Context: an optimization exercise on an open-source flow, tuned for small area, a short achievable clock period and few clock cycles per item. The choices shown serve that exercise and are no tape-out recipe. No functional check of the RTL was part of any run shown here.

==> flow/design.v, too long to show whole: its modules and the start of the top module <==
// module sr_gen: 2713 lines
// module sr_fa: 10 lines
// module sr_x3: 8 lines
module sr_gen (
    input  wire        clk,
    input  wire        rst,
    input  wire        in_valid,
    output wire        in_ready,
    input  wire        in_load,
    input  wire [63:0] in_j,
    input  wire [63:0] in_s,
    input  wire [31:0] in_t,
    input  wire [47:0] in_x,
    output wire        out_valid,
    input  wire        out_ready,
    output wire [23:0] out_u
);
  // ...
==> flow/flow/run.sh <==
#!/bin/bash
# Layout: the standard flow (standard.sh) with the standard synthesis
# unchanged. After synthesis two things differ from the standard run:
#  - the port buffers are buf_2 cells instead of the delay cell that
#    buffer_ports picks by default (every port still gets its buffer);
#  - the delay cells (clkdlybuf4s*, dlygate*, dlymetal*) are added to the
#    platform's don't-use list, so the repair of slew, capacitance and long
#    wires uses plain buffers.
# Each tool's output goes to a log file of its own in this folder.
set -euo pipefail
bash standard.sh synth > synth.log 2>&1
FULL=$(make -s -C "$FLOW_HOME" DESIGN_CONFIG="$PWD/config.mk" WORK_HOME="$PWD/orfs" \
       print-DONT_USE_CELLS 2> print_dont_use.log | sed -n 's/^DONT_USE_CELLS: //p')
DU="$FULL"
for c in clkdlybuf4s15_1 clkdlybuf4s15_2 clkdlybuf4s18_1 clkdlybuf4s18_2 \
         clkdlybuf4s25_1 clkdlybuf4s25_2 clkdlybuf4s50_1 clkdlybuf4s50_2 \
         dlygate4sd1_1 dlygate4sd2_1 dlygate4sd3_1 \
         dlymetal6s2s_1 dlymetal6s4s_1 dlymetal6s6s_1; do
  DU="$DU sky130_fd_sc_hd__$c"
done
echo "DONT_USE_CELLS=$DU" > dont_use.txt
bash standard.sh "DONT_USE_CELLS=$DU" \
  "BUFFER_PORTS_ARGS=-buffer_cell sky130_fd_sc_hd__buf_2" finish > layout.log 2>&1
==> flow/standard.sh <==
#!/bin/bash
# synth_recipe.tcl (not shown) runs the flow's synth.tcl, then flattens the netlist and writes it again
# the make line also repeats each setting of config.mk as NAME=value (left out here)
make -C /OpenROAD-flow-scripts/flow DESIGN_CONFIG=/design/flow/config.mk WORK_HOME=/design/flow/orfs CLKGATE_MAP_FILE= SYNTH_SCRIPT=/design/flow/synth_recipe.tcl "${@:-finish}"
==> flow/config.mk <==
export PLATFORM = sky130hd
export DESIGN_NAME = sr_gen
export DESIGN_NICKNAME = sr_gen
export VERILOG_FILES = /design/flow/design.v
export SDC_FILE = /design/flow/constraint.sdc
export NUM_CORES = 4
export LEC_CHECK = 0
export CAP_MARGIN = 50
export CORE_MARGIN = 2
export CORE_UTILIZATION = 50
export PLACE_DENSITY = 0.65
export SETUP_SLACK_MARGIN = 0.4
export SLEW_MARGIN = 80
export SYNTH_HIERARCHICAL = 1
==> flow/constraint.sdc <==
create_clock -name core_clock -period 12.0 [get_ports {clk}]
set_input_delay 2.4000 -clock core_clock [delete_from_list [all_inputs] [get_ports {clk}]]
set_output_delay 2.4000 -clock core_clock [all_outputs]
set_load 0.01 [all_outputs]
==> summary.txt, run 1 <==
WHS Endpoint=k3; minimum clock period=4370 ps; highest metal used=met5; biggest area consumer among synthesized cells=fa_1; top_reg_cell synth=dfxtp_1; XOR/XNOR share of the synthesized area=5.95%; Synth Register Bits=826; Worst R2R Setup Slack=7630 ps; first-pass GRT wire length=295 mm; Top cell by count, worst path=buf_1; Cell Area, Synth=59400 µm²; minimum hold slack=419 ps; adder-cell area share of the yosys netlist=43.8%; Port Buffers=238; Worst Setup EP=a2[25]; status=timing/DRC/antenna clean; Fill cells=9067; Post-CTS Hold Buffers=0; Non-Filler Instances=6694; area post-placement=67500 µm²; vias in the first global route=43600; Ys Warns=7; # Taps=1536; wl on met1=72.4 mm; Rows=126; non-clk buf share=5.70%
==> run 2, diff against run 1 <==
--- a/flow/design.v
+++ b/flow/design.v
@@ -8,17 +8,17 @@
     input  wire [63:0] in_s,
     input  wire [31:0] in_t,
     input  wire [47:0] in_x,
     output wire        out_valid,
     input  wire        out_ready,
     output wire [23:0] out_u
 );
     localparam [63:0] KEY_SALT = 64'h6A3D_2F59_C1B8_7E05;
-    localparam integer D = 7;     
+    localparam integer D = 6;     
     localparam [2:0] ST_IDLE = 3'd0;    
     localparam [2:0] ST_K1   = 3'd1;    
     localparam [2:0] ST_I2   = 3'd2;    
     localparam [2:0] ST_K2   = 3'd3;    
     localparam [2:0] ST_I3   = 3'd4;    
     localparam [2:0] ST_K3   = 3'd5;    
     reg  [2:0]  st;
     reg  [63:0] key;
@@ -1721,17 +1721,17 @@
     sr_fa tb_fatb_s844 (.a(tb_c828), .b(tb_c829), .c(tb_c830), .s(tb_s844), .co(tb_c844));
     wire tb_s845, tb_c845;
     sr_fa tb_fatb_s845 (.a(tb_s841), .b(tb_s842), .c(tb_s843), .s(tb_s845), .co(tb_c845));
     wire tb_s846, tb_c846;
     sr_fa tb_fatb_s846 (.a(tb_c831), .b(tb_c832), .c(tb_s844), .s(tb_s846), .co(tb_c846));
     wire tb_s847, tb_c847;
     sr_fa tb_fatb_s847 (.a(tb_s845), .b(tb_c833), .c(tb_s846), .s(tb_s847), .co(tb_c847));
     wire tb_s848, tb_c848;
-    sr_fa tb_fatb_s848 (.a(cs2[0]), .b(cs2[1]), .c(cs2[2]), .s(tb_s848), .co(tb_c848));
+    sr_fa tb_fatb_s848 (.a(tb_c834), .b(tb_s847), .c(tb_c835), .s(tb_s848), .co(tb_c848));
     wire tb_s849, tb_c849;
     sr_fa tb_fatb_s849 (.a(a2[39]), .b(a2[37]), .c(na2[33]), .s(tb_s849), .co(tb_c849));
     wire tb_s850, tb_c850;
     sr_fa tb_fatb_s850 (.a(a2[29]), .b(na2[27]), .c(na2[25]), .s(tb_s850), .co(tb_c850));
     wire tb_s851, tb_c851;
     sr_fa tb_fatb_s851 (.a(na2[22]), .b(na2[19]), .c(a2[16]), .s(tb_s851), .co(tb_c851));
     wire tb_s852, tb_c852;
     sr_fa tb_fatb_s852 (.a(a2[14]), .b(na2[12]), .c(a2[10]), .s(tb_s852), .co(tb_c852));
@@ -1801,17 +1801,17 @@
     sr_fa tb_fatb_s884 (.a(tb_c868), .b(tb_c869), .c(tb_s880), .s(tb_s884), .co(tb_c884));
     wire tb_s885, tb_c885;
     sr_fa tb_fatb_s885 (.a(tb_s881), .b(tb_s882), .c(tb_c870), .s(tb_s885), .co(tb_c885));
     wire tb_s886, tb_c886;
     sr_fa tb_fatb_s886 (.a(tb_s883), .b(tb_c871), .c(tb_s884), .s(tb_s886), .co(tb_c886));
     wire tb_s887, tb_c887;
     sr_fa tb_fatb_s887 (.a(tb_c872), .b(tb_s885), .c(tb_s886), .s(tb_s887), .co(tb_c887));
     wire tb_s888, tb_c888;
-    sr_fa tb_fatb_s888 (.a(cs2[3]), .b(cs2[4]), .c(cs2[5]), .s(tb_s888), .co(tb_c888));
+    sr_fa tb_fatb_s888 (.a(tb_c873), .b(tb_s887), .c(tb_c874), .s(tb_s888), .co(tb_c888));
     wire tb_s889, tb_c889;
     sr_fa tb_fatb_s889 (.a(a2[42]), .b(a2[40]), .c(na2[36]), .s(tb_s889), .co(tb_c889));
     wire tb_s890, tb_c890;
     sr_fa tb_fatb_s890 (.a(a2[32]), .b(na2[30]), .c(na2[28]), .s(tb_s890), .co(tb_c890));
     wire tb_s891, tb_c891;
     sr_fa tb_fatb_s891 (.a(na2[25]), .b(na2[22]), .c(a2[19]), .s(tb_s891), .co(tb_c891));
     wire tb_s892, tb_c892;
     sr_fa tb_fatb_s892 (.a(a2[17]), .b(na2[15]), .c(a2[13]), .s(tb_s892), .co(tb_c892));
@@ -1887,17 +1887,17 @@
     sr_fa tb_fatb_s927 (.a(tb_s922), .b(tb_s923), .c(tb_s924), .s(tb_s927), .co(tb_c927));
     wire tb_s928, tb_c928;
     sr_fa tb_fatb_s928 (.a(tb_s925), .b(tb_c911), .c(tb_c912), .s(tb_s928), .co(tb_c928));
     wire tb_s929, tb_c929;
     sr_fa tb_fatb_s929 (.a(tb_s926), .b(tb_s927), .c(tb_c913), .s(tb_s929), .co(tb_c929));
     wire tb_s930, tb_c930;
     sr_fa tb_fatb_s930 (.a(tb_c914), .b(tb_s928), .c(tb_s929), .s(tb_s930), .co(tb_c930));
     wire tb_s931, tb_c931;
-    sr_fa tb_fatb_s931 (.a(cs2[6]), .b(cs2[7]), .c(cs2[8]), .s(tb_s931), .co(tb_c931));
+    sr_fa tb_fatb_s931 (.a(tb_c915), .b(tb_s930), .c(tb_c916), .s(tb_s931), .co(tb_c931));
     wire tb_s932, tb_c932;
     sr_fa tb_fatb_s932 (.a(a2[45]), .b(a2[43]), .c(na2[39]), .s(tb_s932), .co(tb_c932));
     wire tb_s933, tb_c933;
     sr_fa tb_fatb_s933 (.a(a2[35]), .b(na2[33]), .c(na2[31]), .s(tb_s933), .co(tb_c933));
     wire tb_s934, tb_c934;
     sr_fa tb_fatb_s934 (.a(na2[28]), .b(na2[25]), .c(a2[22]), .s(tb_s934), .co(tb_c934));
     wire tb_s935, tb_c935;
     sr_fa tb_fatb_s935 (.a(a2[20]), .b(na2[18]), .c(a2[16]), .s(tb_s935), .co(tb_c935));
@@ -2147,17 +2147,17 @@
     sr_fa tb_fatb_s1057 (.a(tb_s1053), .b(tb_c1037), .c(tb_c1038), .s(tb_s1057), .co(tb_c1057));
     wire tb_s1058, tb_c1058;
     sr_fa tb_fatb_s1058 (.a(tb_s1054), .b(tb_c1039), .c(tb_s1055), .s(tb_s1058), .co(tb_c1058));
     wire tb_s1059, tb_c1059;
     sr_fa tb_fatb_s1059 (.a(tb_s1056), .b(tb_c1040), .c(tb_s1057), .s(tb_s1059), .co(tb_c1059));
     wire tb_s1060, tb_c1060;
     sr_fa tb_fatb_s1060 (.a(tb_c1041), .b(tb_s1058), .c(tb_c1042), .s(tb_s1060), .co(tb_c1060));
     wire tb_s1061, tb_c1061;
-    sr_fa tb_fatb_s1061 (.a(cs2[9]), .b(cs2[10]), .c(cs2[11]), .s(tb_s1061), .co(tb_c1061));
+    sr_fa tb_fatb_s1061 (.a(tb_s1059), .b(tb_c1043), .c(tb_s1060), .s(tb_s1061), .co(tb_c1061));
     wire tb_s1062, tb_c1062;
     sr_fa tb_fatb_s1062 (.a(a2[53]), .b(a2[51]), .c(na2[47]), .s(tb_s1062), .co(tb_c1062));
     wire tb_s1063, tb_c1063;
     sr_fa tb_fatb_s1063 (.a(a2[43]), .b(na2[41]), .c(na2[39]), .s(tb_s1063), .co(tb_c1063));
     wire tb_s1064, tb_c1064;
     sr_fa tb_fatb_s1064 (.a(na2[36]), .b(na2[33]), .c(a2[30]), .s(tb_s1064), .co(tb_c1064));
     wire tb_s1065, tb_c1065;
     sr_fa tb_fatb_s1065 (.a(a2[28]), .b(na2[26]), .c(a2[24]), .s(tb_s1065), .co(tb_c1065));
@@ -2183,17 +2183,17 @@
     sr_fa tb_fatb_s1075 (.a(tb_s1071), .b(tb_c1054), .c(tb_c1055), .s(tb_s1075), .co(tb_c1075));
     wire tb_s1076, tb_c1076;
     sr_fa tb_fatb_s1076 (.a(tb_s1072), .b(tb_c1056), .c(tb_s1073), .s(tb_s1076), .co(tb_c1076));
     wire tb_s1077, tb_c1077;
     sr_fa tb_fatb_s1077 (.a(tb_s1074), .b(tb_c1057), .c(tb_c1058), .s(tb_s1077), .co(tb_c1077));
     wire tb_s1078, tb_c1078;
     sr_fa tb_fatb_s1078 (.a(tb_s1075), .b(tb_s1076), .c(tb_c1059), .s(tb_s1078), .co(tb_c1078));
     wire tb_s1079, tb_c1079;
-    sr_fa tb_fatb_s1079 (.a(cs2[12]), .b(cs2[13]), .c(cs2[14]), .s(tb_s1079), .co(tb_c1079));
+    sr_fa tb_fatb_s1079 (.a(tb_s1077), .b(tb_c1060), .c(tb_s1078), .s(tb_s1079), .co(tb_c1079));
     wire tb_s1080, tb_c1080;
     sr_fa tb_fatb_s1080 (.a(a2[54]), .b(a2[52]), .c(na2[48]), .s(tb_s1080), .co(tb_c1080));
     wire tb_s1081, tb_c1081;
     sr_fa tb_fatb_s1081 (.a(a2[44]), .b(na2[42]), .c(na2[40]), .s(tb_s1081), .co(tb_c1081));
     wire tb_s1082, tb_c1082;
     sr_fa tb_fatb_s1082 (.a(na2[37]), .b(na2[34]), .c(a2[31]), .s(tb_s1082), .co(tb_c1082));
     wire tb_s1083, tb_c1083;
     sr_fa tb_fatb_s1083 (.a(a2[29]), .b(na2[27]), .c(a2[25]), .s(tb_s1083), .co(tb_c1083));
@@ -2220,18 +2220,18 @@
     wire tb_s1094, tb_c1094;
     sr_fa tb_fatb_s1094 (.a(tb_c1072), .b(tb_c1073), .c(tb_s1091), .s(tb_s1094), .co(tb_c1094));
     wire tb_s1095, tb_c1095;
     sr_fa tb_fatb_s1095 (.a(tb_c1074), .b(tb_s1092), .c(tb_s1093), .s(tb_s1095), .co(tb_c1095));
     wire tb_s1096, tb_c1096;
     sr_fa tb_fatb_s1096 (.a(tb_c1075), .b(tb_c1076), .c(tb_s1094), .s(tb_s1096), .co(tb_c1096));
     wire tb_s1097, tb_c1097;
     sr_fa tb_fatb_s1097 (.a(tb_s1095), .b(tb_c1077), .c(tb_s1096), .s(tb_s1097), .co(tb_c1097));
-    wire tb_s1098 = ~1'b0 ^ cs2[15] ^ cs2[16];
-    wire tb_c1098 = (~1'b0 & cs2[15]) | (~1'b0 & cs2[16]) | (cs2[15] & cs2[16]);
+    wire tb_s1098 = ~1'b0 ^ tb_c1078 ^ tb_s1097;
+    wire tb_c1098 = (~1'b0 & tb_c1078) | (~1'b0 & tb_s1097) | (tb_c1078 & tb_s1097);
     wire tb_s1099, tb_c1099;
     sr_fa tb_fatb_s1099 (.a(a2[55]), .b(a2[53]), .c(na2[49]), .s(tb_s1099), .co(tb_c1099));
     wire tb_s1100, tb_c1100;
     sr_fa tb_fatb_s1100 (.a(a2[45]), .b(na2[43]), .c(na2[41]), .s(tb_s1100), .co(tb_c1100));
     wire tb_s1101, tb_c1101;
     sr_fa tb_fatb_s1101 (.a(na2[38]), .b(na2[35]), .c(a2[32]), .s(tb_s1101), .co(tb_c1101));
     wire tb_s1102, tb_c1102;
     sr_fa tb_fatb_s1102 (.a(a2[30]), .b(na2[28]), .c(a2[26]), .s(tb_s1102), .co(tb_c1102));
@@ -2259,17 +2259,17 @@
     sr_fa tb_fatb_s1113 (.a(tb_s1109), .b(tb_c1091), .c(tb_c1092), .s(tb_s1113), .co(tb_c1113));
     wire tb_s1114, tb_c1114;
     sr_fa tb_fatb_s1114 (.a(tb_s1110), .b(tb_c1093), .c(tb_s1111), .s(tb_s1114), .co(tb_c1114));
     wire tb_s1115, tb_c1115;
     sr_fa tb_fatb_s1115 (.a(tb_s1112), .b(tb_c1094), .c(tb_s1113), .s(tb_s1115), .co(tb_c1115));
     wire tb_s1116, tb_c1116;
     sr_fa tb_fatb_s1116 (.a(tb_c1095), .b(tb_s1114), .c(tb_c1096), .s(tb_s1116), .co(tb_c1116));
     wire tb_s1117, tb_c1117;
-    sr_fa tb_fatb_s1117 (.a(cs2[17]), .b(cs2[18]), .c(cs2[19]), .s(tb_s1117), .co(tb_c1117));
+    sr_fa tb_fatb_s1117 (.a(tb_s1115), .b(tb_c1097), .c(tb_s1116), .s(tb_s1117), .co(tb_c1117));
     wire tb_s1118, tb_c1118;
     sr_fa tb_fatb_s1118 (.a(a2[56]), .b(a2[54]), .c(na2[50]), .s(tb_s1118), .co(tb_c1118));
     wire tb_s1119, tb_c1119;
     sr_fa tb_fatb_s1119 (.a(a2[46]), .b(na2[44]), .c(na2[42]), .s(tb_s1119), .co(tb_c1119));
     wire tb_s1120, tb_c1120;
     sr_fa tb_fatb_s1120 (.a(na2[39]), .b(na2[36]), .c(a2[33]), .s(tb_s1120), .co(tb_c1120));
     wire tb_s1121, tb_c1121;
     sr_fa tb_fatb_s1121 (.a(a2[31]), .b(na2[29]), .c(a2[27]), .s(tb_s1121), .co(tb_c1121));
@@ -2297,17 +2297,17 @@
     sr_fa tb_fatb_s1132 (.a(tb_s1128), .b(tb_c1110), .c(tb_c1111), .s(tb_s1132), .co(tb_c1132));
     wire tb_s1133, tb_c1133;
     sr_fa tb_fatb_s1133 (.a(tb_s1129), .b(tb_c1112), .c(tb_s1130), .s(tb_s1133), .co(tb_c1133));
     wire tb_s1134, tb_c1134;
     sr_fa tb_fatb_s1134 (.a(tb_s1131), .b(tb_c1113), .c(tb_c1114), .s(tb_s1134), .co(tb_c1134));
     wire tb_s1135, tb_c1135;
     sr_fa tb_fatb_s1135 (.a(tb_s1132), .b(tb_s1133), .c(tb_c1115), .s(tb_s1135), .co(tb_c1135));
     wire tb_s1136, tb_c1136;
-    sr_fa tb_fatb_s1136 (.a(cs2[20]), .b(cs2[21]), .c(cs2[22]), .s(tb_s1136), .co(tb_c1136));
+    sr_fa tb_fatb_s1136 (.a(tb_s1134), .b(tb_c1116), .c(tb_s1135), .s(tb_s1136), .co(tb_c1136));
     wire tb_s1137, tb_c1137;
     sr_fa tb_fatb_s1137 (.a(a2[57]), .b(a2[55]), .c(na2[51]), .s(tb_s1137), .co(tb_c1137));
     wire tb_s1138, tb_c1138;
     sr_fa tb_fatb_s1138 (.a(a2[47]), .b(na2[45]), .c(na2[43]), .s(tb_s1138), .co(tb_c1138));
     wire tb_s1139, tb_c1139;
     sr_fa tb_fatb_s1139 (.a(na2[40]), .b(na2[37]), .c(a2[34]), .s(tb_s1139), .co(tb_c1139));
     wire tb_s1140, tb_c1140;
     sr_fa tb_fatb_s1140 (.a(a2[32]), .b(na2[30]), .c(a2[28]), .s(tb_s1140), .co(tb_c1140));
@@ -2337,17 +2337,17 @@
     sr_fa tb_fatb_s1152 (.a(tb_c1129), .b(tb_c1130), .c(tb_c1131), .s(tb_s1152), .co(tb_c1152));
     wire tb_s1153, tb_c1153;
     sr_fa tb_fatb_s1153 (.a(tb_s1149), .b(tb_s1150), .c(tb_s1151), .s(tb_s1153), .co(tb_c1153));
     wire tb_s1154, tb_c1154;
     sr_fa tb_fatb_s1154 (.a(tb_c1132), .b(tb_c1133), .c(tb_s1152), .s(tb_s1154), .co(tb_c1154));
     wire tb_s1155 = ~1'b0 ^ tb_s1153 ^ tb_c1134;
     wire tb_c1155 = (~1'b0 & tb_s1153) | (~1'b0 & tb_c1134) | (tb_s1153 & tb_c1134);
     wire tb_s1156, tb_c1156;
-    sr_fa tb_fatb_s1156 (.a(cs2[23]), .b(cs2[24]), .c(cs2[25]), .s(tb_s1156), .co(tb_c1156));
+    sr_fa tb_fatb_s1156 (.a(tb_s1154), .b(tb_s1155), .c(tb_c1135), .s(tb_s1156), .co(tb_c1156));
     wire tb_s1157, tb_c1157;
     sr_fa tb_fatb_s1157 (.a(a2[58]), .b(a2[56]), .c(na2[52]), .s(tb_s1157), .co(tb_c1157));
     wire tb_s1158, tb_c1158;
     sr_fa tb_fatb_s1158 (.a(a2[48]), .b(na2[46]), .c(na2[44]), .s(tb_s1158), .co(tb_c1158));
     wire tb_s1159, tb_c1159;
     sr_fa tb_fatb_s1159 (.a(na2[41]), .b(na2[38]), .c(a2[35]), .s(tb_s1159), .co(tb_c1159));
     wire tb_s1160, tb_c1160;
     sr_fa tb_fatb_s1160 (.a(a2[33]), .b(na2[31]), .c(a2[29]), .s(tb_s1160), .co(tb_c1160));
@@ -2377,17 +2377,17 @@
     sr_fa tb_fatb_s1172 (.a(tb_s1168), .b(tb_c1149), .c(tb_c1150), .s(tb_s1172), .co(tb_c1172));
     wire tb_s1173, tb_c1173;
     sr_fa tb_fatb_s1173 (.a(tb_c1151), .b(tb_s1169), .c(tb_s1170), .s(tb_s1173), .co(tb_c1173));
     wire tb_s1174, tb_c1174;
     sr_fa tb_fatb_s1174 (.a(tb_s1171), .b(tb_c1152), .c(tb_s1172), .s(tb_s1174), .co(tb_c1174));
     wire tb_s1175, tb_c1175;
     sr_fa tb_fatb_s1175 (.a(tb_c1153), .b(tb_s1173), .c(tb_c1154), .s(tb_s1175), .co(tb_c1175));
     wire tb_s1176, tb_c1176;
-    sr_fa tb_fatb_s1176 (.a(cs2[26]), .b(cs2[27]), .c(cs2[28]), .s(tb_s1176), .co(tb_c1176));
+    sr_fa tb_fatb_s1176 (.a(cs2[0]), .b(cs2[1]), .c(cs2[2]), .s(tb_s1176), .co(tb_c1176));
     wire tb_s1177, tb_c1177;
     sr_fa tb_fatb_s1177 (.a(a2[59]), .b(a2[57]), .c(na2[53]), .s(tb_s1177), .co(tb_c1177));
     wire tb_s1178, tb_c1178;
     sr_fa tb_fatb_s1178 (.a(a2[49]), .b(na2[47]), .c(na2[45]), .s(tb_s1178), .co(tb_c1178));
     wire tb_s1179, tb_c1179;
     sr_fa tb_fatb_s1179 (.a(na2[42]), .b(na2[39]), .c(a2[36]), .s(tb_s1179), .co(tb_c1179));
     wire tb_s1180, tb_c1180;
     sr_fa tb_fatb_s1180 (.a(a2[34]), .b(na2[32]), .c(a2[30]), .s(tb_s1180), .co(tb_c1180));
@@ -2419,17 +2419,17 @@
     sr_fa tb_fatb_s1193 (.a(tb_c1170), .b(tb_s1189), .c(tb_c1171), .s(tb_s1193), .co(tb_c1193));
     wire tb_s1194, tb_c1194;
     sr_fa tb_fatb_s1194 (.a(tb_s1190), .b(tb_s1191), .c(tb_c1172), .s(tb_s1194), .co(tb_c1194));
     wire tb_s1195, tb_c1195;
     sr_fa tb_fatb_s1195 (.a(tb_c1173), .b(tb_s1192), .c(tb_s1193), .s(tb_s1195), .co(tb_c1195));
     wire tb_s1196, tb_c1196;
     sr_fa tb_fatb_s1196 (.a(tb_c1174), .b(tb_s1194), .c(tb_s1195), .s(tb_s1196), .co(tb_c1196));
     wire tb_s1197, tb_c1197;
-    sr_fa tb_fatb_s1197 (.a(cs2[29]), .b(cs2[30]), .c(tb_c1176), .s(tb_s1197), .co(tb_c1197));
+    sr_fa tb_fatb_s1197 (.a(cs2[3]), .b(cs2[4]), .c(tb_c1176), .s(tb_s1197), .co(tb_c1197));
     wire tb_s1198, tb_c1198;
     sr_fa tb_fatb_s1198 (.a(a2[60]), .b(a2[58]), .c(na2[54]), .s(tb_s1198), .co(tb_c1198));
     wire tb_s1199, tb_c1199;
     sr_fa tb_fatb_s1199 (.a(a2[50]), .b(na2[48]), .c(na2[46]), .s(tb_s1199), .co(tb_c1199));
     wire tb_s1200, tb_c1200;
     sr_fa tb_fatb_s1200 (.a(na2[43]), .b(na2[40]), .c(a2[37]), .s(tb_s1200), .co(tb_c1200));
     wire tb_s1201, tb_c1201;
     sr_fa tb_fatb_s1201 (.a(a2[35]), .b(na2[33]), .c(a2[31]), .s(tb_s1201), .co(tb_c1201));
@@ -2461,17 +2461,17 @@
     sr_fa tb_fatb_s1214 (.a(tb_c1190), .b(tb_c1191), .c(tb_s1210), .s(tb_s1214), .co(tb_c1214));
     wire tb_s1215, tb_c1215;
     sr_fa tb_fatb_s1215 (.a(tb_s1211), .b(tb_s1212), .c(tb_c1192), .s(tb_s1215), .co(tb_c1215));
     wire tb_s1216, tb_c1216;
     sr_fa tb_fatb_s1216 (.a(tb_s1213), .b(tb_c1193), .c(tb_s1214), .s(tb_s1216), .co(tb_c1216));
     wire tb_s1217, tb_c1217;
     sr_fa tb_fatb_s1217 (.a(tb_c1194), .b(tb_s1215), .c(tb_c1195), .s(tb_s1217), .co(tb_c1217));
     wire tb_s1218, tb_c1218;
-    sr_fa tb_fatb_s1218 (.a(cs2[31]), .b(cs2[32]), .c(cs2[33]), .s(tb_s1218), .co(tb_c1218));
+    sr_fa tb_fatb_s1218 (.a(cs2[5]), .b(cs2[6]), .c(cs2[7]), .s(tb_s1218), .co(tb_c1218));
     wire tb_s1219, tb_c1219;
     sr_fa tb_fatb_s1219 (.a(a2[61]), .b(a2[59]), .c(na2[55]), .s(tb_s1219), .co(tb_c1219));
     wire tb_s1220, tb_c1220;
     sr_fa tb_fatb_s1220 (.a(a2[51]), .b(na2[49]), .c(na2[47]), .s(tb_s1220), .co(tb_c1220));
     wire tb_s1221, tb_c1221;
     sr_fa tb_fatb_s1221 (.a(na2[44]), .b(na2[41]), .c(a2[38]), .s(tb_s1221), .co(tb_c1221));
     wire tb_s1222, tb_c1222;
     sr_fa tb_fatb_s1222 (.a(a2[36]), .b(na2[34]), .c(a2[32]), .s(tb_s1222), .co(tb_c1222));
@@ -2503,19 +2503,19 @@
     sr_fa tb_fatb_s1235 (.a(tb_s1231), .b(tb_c1210), .c(tb_c1211), .s(tb_s1235), .co(tb_c1235));
     wire tb_s1236, tb_c1236;
     sr_fa tb_fatb_s1236 (.a(tb_c1212), .b(tb_s1232), .c(tb_s1233), .s(tb_s1236), .co(tb_c1236));
     wire tb_s1237, tb_c1237;
     sr_fa tb_fatb_s1237 (.a(tb_s1234), .b(tb_c1213), .c(tb_c1214), .s(tb_s1237), .co(tb_c1237));
     wire tb_s1238, tb_c1238;
     sr_fa tb_fatb_s1238 (.a(tb_s1235), .b(tb_s1236), .c(tb_c1215), .s(tb_s1238), .co(tb_c1238));
     wire tb_s1239, tb_c1239;
-    sr_fa tb_fatb_s1239 (.a(cs2[34]), .b(cs2[35]), .c(cs2[36]), .s(tb_s1239), .co(tb_c1239));
+    sr_fa tb_fatb_s1239 (.a(tb_c1216), .b(tb_s1237), .c(tb_s1238), .s(tb_s1239), .co(tb_c1239));
     wire tb_s1240, tb_c1240;
-    sr_fa tb_fatb_s1240 (.a(cs2[37]), .b(tb_s1239), .c(tb_c1218), .s(tb_s1240), .co(tb_c1240));
+    sr_fa tb_fatb_s1240 (.a(cs2[8]), .b(cs2[9]), .c(tb_c1218), .s(tb_s1240), .co(tb_c1240));
     wire tb_s1241, tb_c1241;
     sr_fa tb_fatb_s1241 (.a(a2[62]), .b(a2[60]), .c(na2[56]), .s(tb_s1241), .co(tb_c1241));
     wire tb_s1242, tb_c1242;
     sr_fa tb_fatb_s1242 (.a(a2[52]), .b(na2[50]), .c(na2[48]), .s(tb_s1242), .co(tb_c1242));
     wire tb_s1243, tb_c1243;
     sr_fa tb_fatb_s1243 (.a(na2[45]), .b(na2[42]), .c(a2[39]), .s(tb_s1243), .co(tb_c1243));
     wire tb_s1244, tb_c1244;
     sr_fa tb_fatb_s1244 (.a(a2[37]), .b(na2[35]), .c(a2[33]), .s(tb_s1244), .co(tb_c1244));
@@ -2549,17 +2549,17 @@
     sr_fa tb_fatb_s1258 (.a(tb_c1233), .b(tb_s1254), .c(tb_c1234), .s(tb_s1258), .co(tb_c1258));
     wire tb_s1259, tb_c1259;
     sr_fa tb_fatb_s1259 (.a(tb_s1255), .b(tb_s1256), .c(tb_c1235), .s(tb_s1259), .co(tb_c1259));
     wire tb_s1260, tb_c1260;
     sr_fa tb_fatb_s1260 (.a(tb_s1257), .b(tb_c1236), .c(tb_s1258), .s(tb_s1260), .co(tb_c1260));
     wire tb_s1261, tb_c1261;
     sr_fa tb_fatb_s1261 (.a(tb_c1237), .b(tb_s1259), .c(tb_s1260), .s(tb_s1261), .co(tb_c1261));
     wire tb_s1262, tb_c1262;
-    sr_fa tb_fatb_s1262 (.a(cs2[38]), .b(cs2[39]), .c(tb_c1239), .s(tb_s1262), .co(tb_c1262));
+    sr_fa tb_fatb_s1262 (.a(cs2[10]), .b(cs2[11]), .c(cs2[12]), .s(tb_s1262), .co(tb_c1262));
     wire tb_s1263;
     sr_x3 tb_xtb_s1263 (.a(a2[63]), .b(a2[61]), .c(na2[57]), .s(tb_s1263));
     wire tb_s1264;
     sr_x3 tb_xtb_s1264 (.a(a2[53]), .b(na2[51]), .c(na2[49]), .s(tb_s1264));
     wire tb_s1265;
     sr_x3 tb_xtb_s1265 (.a(na2[46]), .b(na2[43]), .c(a2[40]), .s(tb_s1265));
     wire tb_s1266;
     sr_x3 tb_xtb_s1266 (.a(a2[38]), .b(na2[36]), .c(a2[34]), .s(tb_s1266));
@@ -2593,48 +2593,45 @@
     sr_x3 tb_xtb_s1280 (.a(tb_c1254), .b(tb_c1255), .c(tb_s1276), .s(tb_s1280));
     wire tb_s1281;
     sr_x3 tb_xtb_s1281 (.a(tb_c1256), .b(tb_s1277), .c(tb_s1278), .s(tb_s1281));
     wire tb_s1282;
     sr_x3 tb_xtb_s1282 (.a(tb_s1279), .b(tb_c1257), .c(tb_c1258), .s(tb_s1282));
     wire tb_s1283;
     sr_x3 tb_xtb_s1283 (.a(tb_s1280), .b(tb_s1281), .c(tb_c1259), .s(tb_s1283));
     wire tb_s1284;
-    sr_x3 tb_xtb_s1284 (.a(cs2[40]), .b(cs2[41]), .c(cs2[42]), .s(tb_s1284));
+    sr_x3 tb_xtb_s1284 (.a(tb_c1260), .b(tb_s1282), .c(tb_s1283), .s(tb_s1284));
     wire tb_s1285;
-    sr_x3 tb_xtb_s1285 (.a(cs2[43]), .b(tb_s1284), .c(tb_c1262), .s(tb_s1285));
-    reg  [126:0] cs2;
-    wire [126:0] cs2_d = {tb_s1043, tb_c1026, tb_s1026, tb_c1009, tb_s1009, tb_c993, tb_s993, tb_c977, tb_s977, tb_c961, tb_s961, tb_c946, tb_s946, tb_s916, tb_c902, tb_s902, tb_s874, tb_c861, tb_s861, tb_s835, tb_c823, tb_s823, tb_c811, tb_s811, tb_c799, tb_s799, tb_s787, tb_c776, tb_s776, tb_c765, tb_s765, tb_c755, tb_s755, tb_c745, tb_s745, tb_s735, tb_c726, tb_s726, tb_c717, tb_s717, tb_c709, tb_s709, tb_s701, tb_c694, tb_s694, tb_s687, tb_c681, tb_s681, tb_c675, tb_s675, tb_c669, tb_s669, tb_c664, tb_s664, tb_c659, tb_s659, tb_c654, tb_s654, tb_c650, tb_s650, tb_c646, tb_s646, tb_c642, tb_s642, tb_c639, tb_s639, tb_c636, tb_s636, tb_c634, tb_s634, tb_s632, tb_c631, tb_s631, tb_c630, tb_s630, tb_c629, tb_s629, a2[5], a2[4], a2[3], a2[2], a2[1], a2[0], tb_c1261, tb_s1283, tb_s1282, tb_c1260, tb_s1261, tb_c1238, tb_c1217, tb_s1238, tb_s1237, tb_c1216, tb_s1217, tb_c1196, tb_s1216, tb_s1196, tb_c1175, tb_s1175, tb_c1155, tb_s1174, tb_c1135, tb_s1155, tb_s1154, tb_s1135, tb_c1116, tb_s1134, tb_s1116, tb_c1097, tb_s1115, tb_s1097, tb_c1078, tb_s1078, tb_c1060, tb_s1077, tb_s1060, tb_c1043, tb_s1059, tb_c916, tb_s930, tb_c915, tb_c874, tb_s887, tb_c873, tb_c835, tb_s847, tb_c834};
-    wire [63:0] pb_1286 = {tb_s1285, tb_c1240, tb_s1240, tb_c1197, tb_s1197, tb_c1156, tb_c1136, tb_c1117, tb_c1098, tb_c1079, tb_c1061, tb_s1061, cs2[125], cs2[123], cs2[121], cs2[119], cs2[117], cs2[115], tb_c931, tb_s931, cs2[112], tb_c888, tb_s888, cs2[109], tb_c848, tb_s848, cs2[106], cs2[104], cs2[102], cs2[101], cs2[99], cs2[97], cs2[95], cs2[93], cs2[92], cs2[90], cs2[88], cs2[86], cs2[85], cs2[83], cs2[82], cs2[80], cs2[78], cs2[76], cs2[74], cs2[72], cs2[70], cs2[68], cs2[66], cs2[64], cs2[62], cs2[60], cs2[58], cs2[57], cs2[55], cs2[53], cs2[51], 1'b1, cs2[49], cs2[48], cs2[47], cs2[46], cs2[45], cs2[44]} + {1'b0, tb_s1262, 1'b0, tb_s1218, 1'b0, tb_s1176, tb_s1156, tb_s1136, tb_s1117, tb_s1098, tb_s1079, 1'b0, cs2[126], cs2[124], cs2[122], cs2[120], cs2[118], cs2[116], cs2[114], 1'b0, cs2[113], cs2[111], 1'b0, cs2[110], cs2[108], 1'b0, cs2[107], cs2[105], cs2[103], 1'b0, cs2[100], cs2[98], cs2[96], cs2[94], 1'b0, cs2[91], cs2[89], cs2[87], 1'b0, cs2[84], 1'b0, cs2[81], cs2[79], cs2[77], cs2[75], cs2[73], cs2[71], cs2[69], cs2[67], cs2[65], cs2[63], cs2[61], cs2[59], 1'b0, cs2[56], cs2[54], cs2[52], cs2[50], cs2[47], cs2[46], cs2[45], cs2[44], 1'b0, 1'b0};
+    sr_x3 tb_xtb_s1285 (.a(cs2[13]), .b(cs2[14]), .c(tb_c1262), .s(tb_s1285));
+    reg  [115:0] cs2;
+    wire [115:0] cs2_d = {tb_c1156, tb_s1156, tb_c1136, tb_s1136, tb_c1117, tb_s1117, tb_c1098, tb_s1098, tb_c1079, tb_s1079, tb_c1061, tb_s1061, tb_s1043, tb_c1026, tb_s1026, tb_c1009, tb_s1009, tb_c993, tb_s993, tb_c977, tb_s977, tb_c961, tb_s961, tb_c946, tb_s946, tb_c931, tb_s931, tb_s916, tb_c902, tb_s902, tb_c888, tb_s888, tb_s874, tb_c861, tb_s861, tb_c848, tb_s848, tb_s835, tb_c823, tb_s823, tb_c811, tb_s811, tb_c799, tb_s799, tb_s787, tb_c776, tb_s776, tb_c765, tb_s765, tb_c755, tb_s755, tb_c745, tb_s745, tb_s735, tb_c726, tb_s726, tb_c717, tb_s717, tb_c709, tb_s709, tb_s701, tb_c694, tb_s694, tb_s687, tb_c681, tb_s681, tb_c675, tb_s675, tb_c669, tb_s669, tb_c664, tb_s664, tb_c659, tb_s659, tb_c654, tb_s654, tb_c650, tb_s650, tb_c646, tb_s646, tb_c642, tb_s642, tb_c639, tb_s639, tb_c636, tb_s636, tb_c634, tb_s634, tb_s632, tb_c631, tb_s631, tb_c630, tb_s630, tb_c629, tb_s629, a2[5], a2[4], a2[3], a2[2], a2[1], a2[0], tb_s1284, tb_c1261, tb_c1239, tb_s1261, tb_c1238, tb_s1239, tb_c1217, tb_s1217, tb_c1196, tb_s1216, tb_s1196, tb_c1175, tb_s1175, tb_c1155, tb_s1174};
+    wire [63:0] pb_1286 = {tb_s1285, tb_c1240, tb_s1240, tb_c1197, tb_s1197, cs2[115], cs2[113], cs2[111], cs2[109], cs2[107], cs2[105], cs2[104], cs2[102], cs2[100], cs2[98], cs2[96], cs2[94], cs2[92], cs2[90], cs2[89], cs2[87], cs2[85], cs2[84], cs2[82], cs2[80], cs2[79], cs2[77], cs2[75], cs2[73], cs2[72], cs2[70], cs2[68], cs2[66], cs2[64], cs2[63], cs2[61], cs2[59], cs2[57], cs2[56], cs2[54], cs2[53], cs2[51], cs2[49], cs2[47], cs2[45], cs2[43], cs2[41], cs2[39], cs2[37], cs2[35], cs2[33], cs2[31], cs2[29], cs2[28], cs2[26], cs2[24], cs2[22], 1'b1, cs2[20], cs2[19], cs2[18], cs2[17], cs2[16], cs2[15]} + {1'b0, tb_s1262, 1'b0, tb_s1218, 1'b0, tb_s1176, cs2[114], cs2[112], cs2[110], cs2[108], cs2[106], 1'b0, cs2[103], cs2[101], cs2[99], cs2[97], cs2[95], cs2[93], cs2[91], 1'b0, cs2[88], cs2[86], 1'b0, cs2[83], cs2[81], 1'b0, cs2[78], cs2[76], cs2[74], 1'b0, cs2[71], cs2[69], cs2[67], cs2[65], 1'b0, cs2[62], cs2[60], cs2[58], 1'b0, cs2[55], 1'b0, cs2[52], cs2[50], cs2[48], cs2[46], cs2[44], cs2[42], cs2[40], cs2[38], cs2[36], cs2[34], cs2[32], cs2[30], 1'b0, cs2[27], cs2[25], cs2[23], cs2[21], cs2[18], cs2[17], cs2[16], cs2[15], 1'b0, 1'b0};
     wire [63:0] m2 = {pb_1286[63], pb_1286[62], pb_1286[61], pb_1286[60], pb_1286[59], pb_1286[58], pb_1286[57], pb_1286[56], pb_1286[55], pb_1286[54], pb_1286[53], pb_1286[52], pb_1286[51], pb_1286[50], pb_1286[49], pb_1286[48], pb_1286[47], pb_1286[46], pb_1286[45], pb_1286[44], pb_1286[43], pb_1286[42], pb_1286[41], pb_1286[40], pb_1286[39], pb_1286[38], pb_1286[37], pb_1286[36], pb_1286[35], pb_1286[34], pb_1286[33], pb_1286[32], pb_1286[31], pb_1286[30], pb_1286[29], pb_1286[28], pb_1286[27], pb_1286[26], pb_1286[25], pb_1286[24], pb_1286[23], pb_1286[22], pb_1286[21], pb_1286[20], pb_1286[19], pb_1286[18], pb_1286[17], pb_1286[16], pb_1286[15], pb_1286[14], pb_1286[13], pb_1286[12], pb_1286[11], pb_1286[10], pb_1286[9], pb_1286[8], pb_1286[7], pb_1286[6], pb_1286[5], pb_1286[4], pb_1286[3], pb_1286[2], pb_1286[1], pb_1286[0]};
     wire [63:0] r = m2 ^ (m2 >> 32);
     reg         ov;
     reg  [23:0] ou;
     reg  [23:0] fifo [0:D-2];
     reg  [2:0]  wp, rp;
     reg  [D-2:0] fcnt;                  
     reg  [D-1:0] cnt;                   
     assign in_ready  = rdy_o;
     assign out_valid = ov;
     assign out_u     = ou;
     wire take   = in_valid && rdy;
     wire tload  = take && in_load;
     wire telem  = take && !in_load;
     wire pop    = ov && out_ready;
-    reg         rv;                     
-    reg  [23:0] res;
-    wire push   = rv;
+    wire push   = v4 && !k4;
     wire hfree  = !ov || pop;           
     wire fempty = !fcnt[0];
     wire fpush  = push && !(hfree && fempty);
     wire fpop   = hfree && !fempty;
     wire kr     = v4 && k4;             
     wire issue  = (st == ST_I2) || (st == ST_I3);
-    wire [63:0] key_e = key ^ (key >> 32);   
-    wire [63:0] z_a = in_load && !issue ? KEY_SALT : key_e;
+    wire [63:0] z_a = in_load && !issue ? KEY_SALT : key;
     wire [63:0] z_b = issue ? 64'd0 : (in_load ? in_j : {16'd0, in_x});
     wire [63:0] z   = z_a ^ z_b;
     wire [63:0] a1_d = z ^ (z >> 31);
     reg  [2:0] st_n;
     always @(*) begin
         st_n = st;
         case (st)
             ST_IDLE: if (tload) st_n = ST_K1;
@@ -2659,34 +2656,32 @@
             v2    <= 1'b0;
             v3    <= 1'b0;
             v4    <= 1'b0;
             wp    <= 3'd0;
             rp    <= 3'd0;
             fcnt  <= {(D-1){1'b0}};
             cnt   <= {D{1'b0}};
             ov    <= 1'b0;
-            rv    <= 1'b0;
         end else begin
             st    <= st_n;
             rdy   <= rdy_n;
             rdy_o <= rdy_n;
             if (tload)
-                key <= in_s ^ (in_s >> 32);
+                key <= in_s;
             else if (kr)
-                key <= m2 ^ ((st == ST_K1) ? key : (st == ST_K2) ? {32'd0, t_hold} : 64'd0);
+                key <= r ^ ((st == ST_K1) ? key : (st == ST_K2) ? {32'd0, t_hold} : 64'd0);
             v1 <= take || issue;
             k1 <= tload || issue;
             v2 <= v1;
             k2 <= k1;
             v3 <= v2;
             k3 <= k2;
             v4 <= v3;
             k4 <= k3;
-            rv <= v4 && !k4;
             if (hfree)
                 ov <= push || !fempty;
             if (fpush)
                 wp <= (wp == D - 2) ? 3'd0 : wp + 3'd1;
             if (fpop)
                 rp <= (rp == D - 2) ? 3'd0 : rp + 3'd1;
             if (fpush && !fpop)
                 fcnt <= {fcnt[D-3:0], 1'b1};
@@ -2699,21 +2694,20 @@
         if (tload)
             t_hold <= in_t;
         a1  <= a1_d;
         na1 <= ~a1_d;
         cs1 <= cs1_d;
         a2  <= a2_d;
         na2 <= ~a2_d;
         cs2 <= cs2_d;
-        res <= m2[63:40];
         if (push)                       
-            fifo[wp] <= res;
+            fifo[wp] <= r[63:40];
         if (hfree)
-            ou <= fempty ? res : fifo[rp];
+            ou <= fempty ? r[63:40] : fifo[rp];
     end
 endmodule
 module sr_fa (
     input  wire a,
     input  wire b,
     input  wire c,
     output wire s,
     output wire co
==> run 2 against run 1 <==
Effect of this change: first-iteration DRC count increased by 0.94%; highest routed layer unchanged; largest cell class unchanged; sequential share of layout area fell by 0.79 points; non-clock buffer count decreased by 52; core utilization fell by 0.18 points.
==> summary.txt, run 2 <==
DR vias/cell=6.10; Vias=39000; DRC=0; biggest area consumer among synthesized cells=fa_1; Worst Hold Class=reg -> reg; Total Wirelength=201 mm; max reg flops=127; H-tree Lvls=3; first-pass GRT wire length=288 mm (-2.4%); Final Max Slew Viols=0; asr flop ratio synth=0%; WS Path Type=reg -> reg; Ys Warns=7 (unchanged); IO Pins=239; gate count of the mapped netlist=4284; Area Overhead vs Synth=19.7%; Die Area=117000 µm²; Die Span Y=341 µm; Net Count, Synth=5847; share of cells above drive strength 1=27.8%; nets@finish=6370; status=timing/DRC/antenna clean; CP Cell Sequence=buf_2, buf_4, buf_6, fa_1, fa_1, fa_1, fa_1, fa_1, fa_1, fa_1; leading cell types by count after synthesis=1220 x fa_1, 584 x dfxtp_1, 262 x nor2_1, 244 x a21oi_1, 228 x inv_1; CTS Buf Count=84; Synth Register Bits=764 (-7.5%); Port Buffers=238 (unchanged); Top reg by flops=cs1; post-CTS setup buffers=0; fmax=224 MHz; Die Width=341 µm; commonest non-fill, non-tap cell in the layout=fa_1; CP Data Arrival Time=5000 ps; post-CTS sizing=0; clock skew=70.8 ps; crit start category=register; Slew @ Worst Pin=318 ps; Top cell by count, worst path=fa_1; Clock Tree Buf Depth=3; Clock Latency Late Sink=710 ps; RSZ-0062 raised after global routing=false; commonest non-fill, non-tap cells in the layout=1216 x fa_1, 394 x buf_2, 326 x dfxtp_1, 241 x nor2_1, 226 x inv_1; Tcrit/Tclk final=37.2%; Unique masters post-synth=84; CTS tree=built; slowest cell on the critical path=fa_1; vias in the first global route=41700 (-4.2%); Max-cap violations=0; Final GP Congestion=1.02; top flop regs=cs1 x127, fifo x120, cs2 x116; Clock Sinks=764; initial core utilization=50.5%; Final Core Density=60.4%; CP peak stage delay=680 ps; DR WL/cell=31.5 µm; core footprint=113000 µm²; Post-synth EDFFs=180; Non-Filler Instances=6384 (-4.6%); post-route ant nets=0; top_reg_cell synth=dfxtp_1; GRT Overall Usage=35.1%; Buffers & Inverters on Critical Path=3; crit path capture type=register; Rows=123 (-2.4%); TNS Setup=0 ps; clock root buffer=clkbuf_16; Relative slew margins=78.7%; initial antenna violation count=9; DP Wirelength=164 mm; Post-CTS Hold Buffers=0 (unchanged); top cell type's share of synthesized area=42.9%; Synth Area per Inst=13.3 µm²; critical path peak fanout=5; delay-heaviest family, CP=adder cells; largest net degree at the start of global routing=69; minimum clock period=4470 ps (+91.0 ps); synth top area cells=fa_1 43%, dfxtp_1 21%, edfxtp_1 9.5%, ha_1 2.9%, xnor2_1 2.4%; final hold viol count=0; total gr overflow=0; Placed Cells incl. Taps=6197; initial DRC count=4518; TritonRoute pass-1 iters=6; Clock transition at path regs=60 ps; post-synthesis sequential area ratio=30.0%; Cell Area, Synth=56900 µm² (-4.2%); top-count cell post-synth=fa_1; Required @ worst endpoint=12540 ps; final setup vio count=0
==> run 2: per-stage QoR <==
stage	area, µm²	setup WS, ps	hold WS (ps)
final	68100	7530	427
after global routing	68100	7440	442
after detailed placement	64300	7660	413
after global placement	59900	6320	401
after floorplan	56900	7530	400
after CTS	67300	7620	431
==> run 2: worst paths after layout <==
check	to	slack (ps)	depth (start not counted)	from
worst max register to register	cs2[110]	7530	10	a2[10]
worst min-delay path	cs2[15]	430	0	a2[0]
worst min register to register	cs2[15]	430	0	a2[0]
worst max-delay path	cs2[110]	7530	10	a2[10]
==> run 2: final cells by class <==
type,count,area (µm²)
diodes,5,12.5
well taps,1500,1880
fillers,8740,44600
clock inverters,45,701
multi-input cells,3154,40900
repair buffers,574,3630
inverters,229,872
clock buffers,113,2310
flip-flops and latches,764,17800
==> run 2: metal layers <==
layer / global-route usage (%) / vias to the layer above / wire length (µm)
met5: 0 / - / 50
met4: 19.3 / 8 / 13500
met3: 9.67 / 653 / 22400
met2: 54.5 / 2571 / 92600
met1: 44.9 / 20200 / 72400
li1: - / 15500 / -
==> run 2: cells by family (layout without fill, tap and decap cells) <==
kind of cell | count (synthesis) | after routing | share of synthesized area (%)
buf+inv | 366 | 961 | 2.44
xor+xnor | 310 | 310 | 6.10
other cells | 0 | 5 | 0
fa+ha+maj | 1350 | 1350 | 45.8
compound gates | 751 | 751 | 8.34
simple gates | 657 | 657 | 5.21
flops | 764 | 764 | 30.0
mux | 86 | 86 | 2.08
==> run 2: Yosys stat by module (local to each module, per instance) <==
module  area [µm²]  cells  copies in the design  flops+latches
sr_gen       31500   3022                     1            764
sr_x3         23.8      1                    43              0
sr_fa         20.0      1                  1219              0

==> re-timing with driven ports <==
The flow's constraints put no driver on any port. The routed layouts listed below were extracted and timed again, unchanged, in two steps. Step 1 assumes that a clkbuf_16 drives the clock port and a buf_2 every other input. Step 2 times the ports against the registers' clock, not the clock port: input delays grow and output delays shrink by t, the midpoint of the rising clock arrivals with the driver on. a / b / c = ideal / step 1 / step 2; a / b = the first two.
| run | t (ns) | setup WS [ns] | worst slew at a driven data input, ns |
|---|---|---|---|
| run 1 | 0.759 | 7.626 / 7.626 / 7.626 | 0.16 |
| run 2 | 0.746 | 7.535 / 7.535 / 7.535 | 0.19 |
After both steps every run listed still meets setup and hold.
